What follows belongs to an exercise in optimizing a design on an open flow for small area, a short achievable clock period and few clock cycles per item; a production flow would make more cautious choices.
The RTL was checked by simulation tests, not by an equivalence proof against the original design.

Design poly_stage, start of the top module:
module poly_stage (
    input  wire        clk,
    input  wire        rst,         
    input  wire        in_valid,
    output wire        in_ready,
    input  wire [31:0] c0,
    input  wire [31:0] c1,
    input  wire [31:0] c2,
    input  wire [31:0] c3,
    input  wire [31:0] c4,
    input  wire [31:0] c5,
    input  wire [31:0] a,           
    input  wire        a_ok,        
    output reg         out_valid,
    output reg  [31:0] x,           
    output reg         x_ok,        
    output reg         num          
);
Settings: LEC_CHECK=0, ABC_AREA=1, CAP_MARGIN=20, CORE_MARGIN=2, CORE_UTILIZATION=50, PLACE_DENSITY=0.65, SLEW_MARGIN=20; clock period 35.0 ns.
standard.sh (not shown) runs the stock make flow with config.mk's settings and CLKGATE_MAP_FILE= SYNTH_SCRIPT=/design/flow/synth_recipe.tcl, a recipe that flattens the netlist after the stock synthesis.
==> flow/flow/run.sh <==
#!/bin/bash
# The standard layout, except that the port buffers are plain buf_1 cells
# rather than the delay buffers buffer_ports picks on its own.
set -euo pipefail
export BUFFER_PORTS_ARGS="-buffer_cell sky130_fd_sc_hd__buf_1"
bash standard.sh > standard.log 2>&1
Testbench counts at the start, summed over its fixed seeds: cycles 40,088, items 8,000.
==> next run, changes <==
- CORE_UTILIZATION: 50 -> 40
- PLACE_DENSITY: 0.65 -> 0.6
The changed run ran to the end with no violations. Via count is about the same. Design area went up by 0.92%. Fmax went down by 0.42%. Global-route usage went down by 5.1 points. Flip-flop and latch count stays the same. Clock-buffer cell count went down by 4. Routed wire length went up by 3.3%. Sequential share of layout area went down by 0.32 points.
==> next run, changes <==
- CORE_UTILIZATION: 40 -> 50
- CTS_CLUSTER_DIAMETER: default -> 100
- CTS_CLUSTER_SIZE: default -> 20
- PLACE_DENSITY: 0.6 -> 0.65
After rerunning:
- The new run completed without violations
- utilization goes up by 9.0 points
- worst setup slack barely changes
- sequential share of layout area goes up by 1.5 points
- non-clock buffer count goes down by 5
- routed wire length goes down by a few percent
- design area goes down by a few percent
- area after synthesis does not change
- final cell count goes down by a few percent
- via count goes down slightly
==> next run, changes <==
- CORE_UTILIZATION: 50 -> 40
- PLACE_DENSITY: 0.65 -> 0.6
- fmax goes down by about 0.35%
- sequential share of layout area goes down by 0.32 points
- worst setup slack is worse by 0.028 ns
- synthesized area stays the same
- via count is about the same
- wire length goes up by 4.0%
- design area goes up by 0.88%
- clock skew goes down by 0.031 ns
- hold slack is better by 0.024 ns

Another version of the RTL of poly_stage (not shown whole).
Size: about 5600 cells after synthesis, about 940 flip-flops, about 260 I/O pins, about 47000 sq um of cells after synthesis.
==> flow/design.v (excerpt) <==
module poly_stage (
    input  wire        clk,
    input  wire        rst,         
    input  wire        in_valid,
    output wire        in_ready,
    input  wire [31:0] c0,
    input  wire [31:0] c1,
    input  wire [31:0] c2,
    input  wire [31:0] c3,
    input  wire [31:0] c4,
    input  wire [31:0] c5,
    input  wire [31:0] a,           
    input  wire        a_ok,        
    output reg         out_valid,
    output reg  [31:0] x,           
    output reg         x_ok,        
    output reg         num          
);
==> flow/config.mk <==
export PLATFORM = sky130hd
export DESIGN_NAME = poly_stage
export DESIGN_NICKNAME = poly_stage
export VERILOG_FILES = /design/flow/design.v
export SDC_FILE = /design/flow/constraint.sdc
export NUM_CORES = 4
export LEC_CHECK = 0
export ABC_AREA = 1
export CAP_MARGIN = 20
export CORE_MARGIN = 2
export CORE_UTILIZATION = 55
export PLACE_DENSITY = 0.7
export SLEW_MARGIN = 20
==> flow/constraint.sdc <==
create_clock -name core_clock -period 35.0 [get_ports {clk}]
set_input_delay 7.0000 -clock core_clock [delete_from_list [all_inputs] [get_ports {clk}]]
set_output_delay 7.0000 -clock core_clock [all_outputs]
set_load 0.01 [all_outputs]
run.sh (not shown) runs the stock make flow with config.mk's settings and CLKGATE_MAP_FILE= SYNTH_SCRIPT=/design/flow/synth_recipe.tcl, a recipe that flattens the netlist after the stock synthesis.
Stock flow here: none of the scripts above is used.
Testbench counts at the start, summed over its fixed seeds: cycles 40,040, items 8,000.
Next try:
CORE_UTILIZATION = 40   (was 55)
CTS_BUF_LIST = sky130_fd_sc_hd__clkbuf_8   (was default)
CTS_CLUSTER_SIZE = 20   (was default)
PLACE_DENSITY = 0.6   (was 0.7)
Final area grows slightly.
Utilization shrinks by 17 points.
Count of clock-buffer cells in the layout grows by 47.
Maximum frequency grows slightly.
First-iteration DRC count shrinks by roughly a tenth.
Routed wire length grows by a few percent.
Worst setup slack gains 0.037 ns.

==> static timing again, ports no longer ideal <==
In the flow no input, the clock included, has a driving cell. The finished layouts below were timed again as built, in two steps. Step 1: set_driving_cell puts a clkbuf_16 on clk and a buf_2 on each other input, an assumption about the parent block. Step 2 moves the port delays by t, midway between the first and last clock arrival at a register: inputs arrive t later, outputs are due t later. That takes back most of the time a late clock gives input paths. Slacks: no drivers / after step 1 / after step 2; pairs: no drivers / after step 1.
run | shift t [ns] | setup slack, ns | hold slack, ns | pins driven straight from the clock port
the first run of note 1 | 0.727 | 26.880 / 26.813 / 27.318 | 0.291 / 0.291 / 0.291 | 1
the second run of note 1 | 0.736 | 26.846 / 26.773 / 27.296 | 0.296 / 0.296 / 0.296 | 1
the third run of note 1 | 0.730 | 26.847 / 26.777 / 27.328 | 0.282 / 0.282 / 0.282 | 1
the fourth run of note 1 | 0.748 | 26.819 / 26.744 / 27.360 | 0.306 / 0.306 / 0.306 | 1
the first run of note 2 | 0.738 | 26.282 / 26.207 / 26.945 | 0.281 / 0.281 / 0.281 | 1
the second run of note 2 | 0.871 | 26.319 / 26.252 / 26.958 | 0.287 / 0.287 / 0.287 | 1
After both steps setup and hold are still met in every run listed.
